Context: an optimization exercise on an open-source flow, tuned for small area, a short achievable clock period and few clock cycles per item. The choices shown serve that exercise and are no tape-out recipe. Only simulation tests tie the RTL to the original design; equivalence was not proved.

==> flow/design.v <==
module sha256_compress (
    input  wire         clk,
    input  wire         rst,         
    input  wire         in_valid,
    output wire         in_ready,
    input  wire [255:0] in_state,
    input  wire [511:0] in_block,
    output wire         out_valid,
    input  wire         out_ready,
    output wire [255:0] out_state
);
    reg         run;                 
    reg         outv;                
    reg  [6:0]  kidx;                
    reg  [31:0] a, b, c, d, e, f, g, p;
    reg  [31:0] win [0:15];          
    reg         rnd;                 
    reg         fin;                 
    reg         rot1, rot2, rot3;    
    reg         wport_sel;           
    reg         nok;                 
    wire        en   = run | ~outv | out_ready;
    assign in_ready  = rot3;
    assign out_valid = outv;
    assign out_state = {d, a, b, c, p, e, f, g};
    wire [31:0] H0 = in_state[255:224], H1 = in_state[223:192],
                H2 = in_state[191:160], H3 = in_state[159:128],
                H4 = in_state[127:96],  H5 = in_state[95:64],
                H6 = in_state[63:32],   H7 = in_state[31:0];
    reg  [6:0]  kidx_nxt;
    reg  [31:0] k, k_nxt;
    always @(*) begin
        case (kidx_nxt)
            7'd0: k_nxt = 32'h428a2f98;
            7'd1: k_nxt = 32'h71374491;
            7'd2: k_nxt = 32'hb5c0fbcf;
            7'd3: k_nxt = 32'he9b5dba5;
            7'd4: k_nxt = 32'h3956c25b;
            7'd5: k_nxt = 32'h59f111f1;
            7'd6: k_nxt = 32'h923f82a4;
            7'd7: k_nxt = 32'hab1c5ed5;
            7'd8: k_nxt = 32'hd807aa98;
            7'd9: k_nxt = 32'h12835b01;
            7'd10: k_nxt = 32'h243185be;
            7'd11: k_nxt = 32'h550c7dc3;
            7'd12: k_nxt = 32'h72be5d74;
            7'd13: k_nxt = 32'h80deb1fe;
            7'd14: k_nxt = 32'h9bdc06a7;
            7'd15: k_nxt = 32'hc19bf174;
            7'd16: k_nxt = 32'he49b69c1;
            7'd17: k_nxt = 32'hefbe4786;
            7'd18: k_nxt = 32'h0fc19dc6;
            7'd19: k_nxt = 32'h240ca1cc;
            7'd20: k_nxt = 32'h2de92c6f;
            7'd21: k_nxt = 32'h4a7484aa;
            7'd22: k_nxt = 32'h5cb0a9dc;
            7'd23: k_nxt = 32'h76f988da;
            7'd24: k_nxt = 32'h983e5152;
            7'd25: k_nxt = 32'ha831c66d;
            7'd26: k_nxt = 32'hb00327c8;
            7'd27: k_nxt = 32'hbf597fc7;
            7'd28: k_nxt = 32'hc6e00bf3;
            7'd29: k_nxt = 32'hd5a79147;
            7'd30: k_nxt = 32'h06ca6351;
            7'd31: k_nxt = 32'h14292967;
            7'd32: k_nxt = 32'h27b70a85;
            7'd33: k_nxt = 32'h2e1b2138;
            7'd34: k_nxt = 32'h4d2c6dfc;
            7'd35: k_nxt = 32'h53380d13;
            7'd36: k_nxt = 32'h650a7354;
            7'd37: k_nxt = 32'h766a0abb;
            7'd38: k_nxt = 32'h81c2c92e;
            7'd39: k_nxt = 32'h92722c85;
            7'd40: k_nxt = 32'ha2bfe8a1;
            7'd41: k_nxt = 32'ha81a664b;
            7'd42: k_nxt = 32'hc24b8b70;
            7'd43: k_nxt = 32'hc76c51a3;
            7'd44: k_nxt = 32'hd192e819;
            7'd45: k_nxt = 32'hd6990624;
            7'd46: k_nxt = 32'hf40e3585;
            7'd47: k_nxt = 32'h106aa070;
            7'd48: k_nxt = 32'h19a4c116;
            7'd49: k_nxt = 32'h1e376c08;
            7'd50: k_nxt = 32'h2748774c;
            7'd51: k_nxt = 32'h34b0bcb5;
            7'd52: k_nxt = 32'h391c0cb3;
            7'd53: k_nxt = 32'h4ed8aa4a;
            7'd54: k_nxt = 32'h5b9cca4f;
            7'd55: k_nxt = 32'h682e6ff3;
            7'd56: k_nxt = 32'h748f82ee;
            7'd57: k_nxt = 32'h78a5636f;
            7'd58: k_nxt = 32'h84c87814;
            7'd59: k_nxt = 32'h8cc70208;
            7'd60: k_nxt = 32'h90befffa;
            7'd61: k_nxt = 32'ha4506ceb;
            7'd62: k_nxt = 32'hbef9a3f7;
            7'd63: k_nxt = 32'hc67178f2;
            default: k_nxt = 32'h00000000;
        endcase
    end
    always @(posedge clk)
        k <= k_nxt;
    reg [31:0] wport;
    always @(*) begin
        case (kidx[3:0])
            4'd0:  wport = in_block[479:448];
            4'd1:  wport = in_block[447:416];
            4'd2:  wport = in_block[415:384];
            4'd3:  wport = in_block[383:352];
            4'd4:  wport = in_block[351:320];
            4'd5:  wport = in_block[319:288];
            4'd6:  wport = in_block[287:256];
            4'd7:  wport = in_block[255:224];
            4'd8:  wport = in_block[223:192];
            4'd9:  wport = in_block[191:160];
            4'd10: wport = in_block[159:128];
            4'd11: wport = in_block[127:96];
            4'd12: wport = in_block[95:64];
            4'd13: wport = in_block[63:32];
            default: wport = in_block[31:0];
        endcase
    end
    wire [31:0] w1 = win[1], w6 = win[6], w14 = win[14], w15 = win[15];
    wire [31:0] ssig1 = {w1[16:0], w1[31:17]} ^ {w1[18:0], w1[31:19]} ^ {10'b0, w1[31:10]};
    wire [31:0] ssig0 = {w14[6:0], w14[31:7]} ^ {w14[17:0], w14[31:18]} ^ {3'b000, w14[31:3]};
    wire [31:0] wsch  = ssig1 + w6 + ssig0 + w15;
    wire [31:0] wnext = wport_sel ? wport : wsch;
    integer i;
    always @(posedge clk) begin
        win[0] <= wnext;
        win[1] <= run ? win[0] : in_block[511:480];
        for (i = 2; i < 16; i = i + 1)
            win[i] <= win[i-1];
    end
    reg  [31:0] s1r, chr;
    wire [31:0] bsig0 = {a[1:0], a[31:2]} ^ {a[12:0], a[31:13]} ^ {a[21:0], a[31:22]};
    wire [31:0] maj   = (a & b) ^ (a & c) ^ (b & c);
    wire [31:0] xt = s1r ^ chr ^ p;
    wire [31:0] yt = {(s1r[30:0] & chr[30:0]) | (s1r[30:0] & p[30:0]) | (chr[30:0] & p[30:0]), 1'b0};
    wire [31:0] xe = xt ^ yt ^ d;
    wire [31:0] ye = {(xt[30:0] & yt[30:0]) | (xt[30:0] & d[30:0]) | (yt[30:0] & d[30:0]), 1'b0};
    wire [31:0] e_rnd = xe + ye;
    wire [31:0] xa2 = xt ^ yt ^ bsig0;
    wire [31:0] ya2 = {(xt[30:0] & yt[30:0]) | (xt[30:0] & bsig0[30:0]) | (yt[30:0] & bsig0[30:0]), 1'b0};
    wire [31:0] xa3 = xa2 ^ ya2 ^ maj;
    wire [31:0] ya3 = {(xa2[30:0] & ya2[30:0]) | (xa2[30:0] & maj[30:0]) | (ya2[30:0] & maj[30:0]), 1'b0};
    wire [31:0] a_rnd = xa3 + ya3;
    wire [31:0] e_nxt = rnd ? e_rnd : (run ? p : H4);
    wire [31:0] f_nxt = run ? e : H5;
    wire [31:0] g_nxt = run ? f : H6;
    always @(posedge clk) begin
        s1r <= {e_nxt[5:0], e_nxt[31:6]} ^ {e_nxt[10:0], e_nxt[31:11]} ^ {e_nxt[24:0], e_nxt[31:25]};
        chr <= (e_nxt & f_nxt) ^ (~e_nxt & g_nxt);
    end
    wire [31:0] pg = run ? g : H7;
    wire        sw = run & ~nok;
    wire [31:0] pw = ({32{sw}} & win[0]) | ({32{~run}} & in_block[511:480])
                   | ({32{fin}} & H7) | ({32{rot1}} & H6) | ({32{rot2}} & H5) | ({32{rot3}} & H4);
    wire [31:0] p_nxt = pg + k + pw;
    wire [31:0] dc = run ? c : 32'd0;
    wire [31:0] dh = ({32{fin | ~run}} & H3) | ({32{rot1}} & H2) | ({32{rot2}} & H1) | ({32{rot3}} & H0);
    wire [31:0] d_nxt = dc + dh;
    always @(posedge clk) begin
        if (en) begin
            a <= rnd ? a_rnd : (run ? d : H0);
            e <= e_nxt;
            b <= run ? a : H1;
            c <= run ? b : H2;
            d <= d_nxt;
            f <= f_nxt;
            g <= g_nxt;
            p <= p_nxt;
        end
    end
    wire start = in_valid & ~run & (~outv | out_ready);
    always @(*) begin
        if (rst)
            kidx_nxt = 7'd0;
        else if (run)
            kidx_nxt = rot3 ? 7'd0 : kidx + 7'd1;
        else
            kidx_nxt = start ? 7'd1 : 7'd0;
    end
    always @(posedge clk) begin
        kidx <= kidx_nxt;
        if (rst) begin
            run  <= 1'b0;
            outv <= 1'b0;
            rnd  <= 1'b0;
            fin  <= 1'b0;
            rot1 <= 1'b0;
            rot2 <= 1'b0;
            rot3 <= 1'b0;
            wport_sel <= 1'b1;
            nok  <= 1'b0;
        end else begin
            fin  <= rnd & (kidx == 7'd63);
            rot1 <= fin;
            rot2 <= rot1;
            rot3 <= rot2;
            if (run) begin
                wport_sel <= rot3 | (kidx < 7'd14);
                nok  <= ~rot3 & (kidx >= 7'd63);
                if (fin)
                    rnd <= 1'b0;
                if (rot3) begin
                    run  <= 1'b0;
                    outv <= 1'b1;
                end
            end else begin
                if (out_ready)
                    outv <= 1'b0;
                if (start) begin
                    run  <= 1'b1;
                    rnd  <= 1'b1;
                end
            end
        end
    end
endmodule
Settings: LEC_CHECK=0, ABC_AREA=1, CAP_MARGIN=20, CORE_MARGIN=2, CORE_UTILIZATION=40, PLACE_DENSITY=0.6, SETUP_SLACK_MARGIN=4.0, SLEW_MARGIN=20; clock period 8.0 ns.
standard.sh (not shown) runs the stock make flow with config.mk's settings and CLKGATE_MAP_FILE= SYNTH_SCRIPT=/design/flow/synth_recipe.tcl, a recipe that flattens the netlist after the stock synthesis.
==> flow/flow/run.sh <==
#!/bin/bash
# Layout flow: the standard flow (standard synthesis unchanged), with
#  - the port buffers made as sky130_fd_sc_hd__buf_1 instead of the default
#    delay buffer,
#  - the clock tree built from sky130_fd_sc_hd__clkbuf_8 without dummy loads.
# Every ORFS step still writes its own log under orfs/logs/; make's own
# output goes to flow_make.log here.
set -euo pipefail
export BUFFER_PORTS_ARGS="-buffer_cell sky130_fd_sc_hd__buf_1"
export CTS_ARGS="-sink_clustering_enable -repair_clock_nets -buf_list sky130_fd_sc_hd__clkbuf_8 -dont_use_dummy_load"
bash standard.sh > flow_make.log 2>&1 || { tail -50 flow_make.log; exit 1; }
tail -5 flow_make.log
Testbench counts at the start, summed over its fixed seeds: cycles 34,824, blocks 512.
==> next run, changes <==
--- a/flow/design.v
+++ b/flow/design.v
@@ -98,8 +98,17 @@
             default: k_nxt = 32'h00000000;
         endcase
     end
+    reg [31:0] kh_nxt;
+    always @(*) begin
+        case (kidx_nxt[1:0])
+            2'd0:    kh_nxt = H7;
+            2'd1:    kh_nxt = H6;
+            2'd2:    kh_nxt = H5;
+            default: kh_nxt = H4;
+        endcase
+    end
     always @(posedge clk)
-        k <= k_nxt;
+        k <= kidx_nxt[6] ? kh_nxt : k_nxt;
     reg [31:0] wport;
     always @(*) begin
         case (kidx[3:0])
@@ -154,8 +163,7 @@
     end
     wire [31:0] pg = run ? g : H7;
     wire        sw = run & ~nok;
-    wire [31:0] pw = ({32{sw}} & win[0]) | ({32{~run}} & in_block[511:480])
-                   | ({32{fin}} & H7) | ({32{rot1}} & H6) | ({32{rot2}} & H5) | ({32{rot3}} & H4);
+    wire [31:0] pw = ({32{sw}} & win[0]) | ({32{~run}} & in_block[511:480]);
     wire [31:0] p_nxt = pg + k + pw;
     wire [31:0] dc = run ? c : 32'd0;
     wire [31:0] dh = ({32{fin | ~run}} & H3) | ({32{rot1}} & H2) | ({32{rot2}} & H1) | ({32{rot3}} & H0);
Critical path depth rose by 4.
Non-clock buffer count rose by 18.
Cell count rose by 2.2%.
Setup slack gets better by 0.027 ns.
Testbench counts after the change, summed over its fixed seeds: cycles 34,824, blocks 512.

-- port drivers added, routing unchanged --
In the flow no input, the clock included, has a driving cell. The finished layouts below were timed again as built, in two steps. Step 1, drivers: a clkbuf_16 drives clk and a buf_2 each remaining input, both assumed. Step 2, shift: input delay + t, output delay - t, t = (earliest + latest rising clock arrival at the registers) / 2. This alone moves slack from input paths to output paths. a / b / c = ideal ports / drivers / drivers and shift; a / b = the first two.
run | shift t [ns] | slack for setup (ns) | worst hold slack (ns) | worst data-port slew with drivers (ns) | cell pins on the clock port's net
the first run | 0.926 | 3.908 / 3.908 / 3.068 | 0.269 / 0.269 / 0.269 | 0.30 | 1
the second run | 0.924 | 3.935 / 3.935 / 3.147 | 0.251 / 0.251 / 0.251 | 0.36 | 1
After both steps setup and hold are still met in every run listed. For the first run, which loses most, drivers alone change the setup slack by 0.000 ns; drivers and shift together by -0.840 ns.
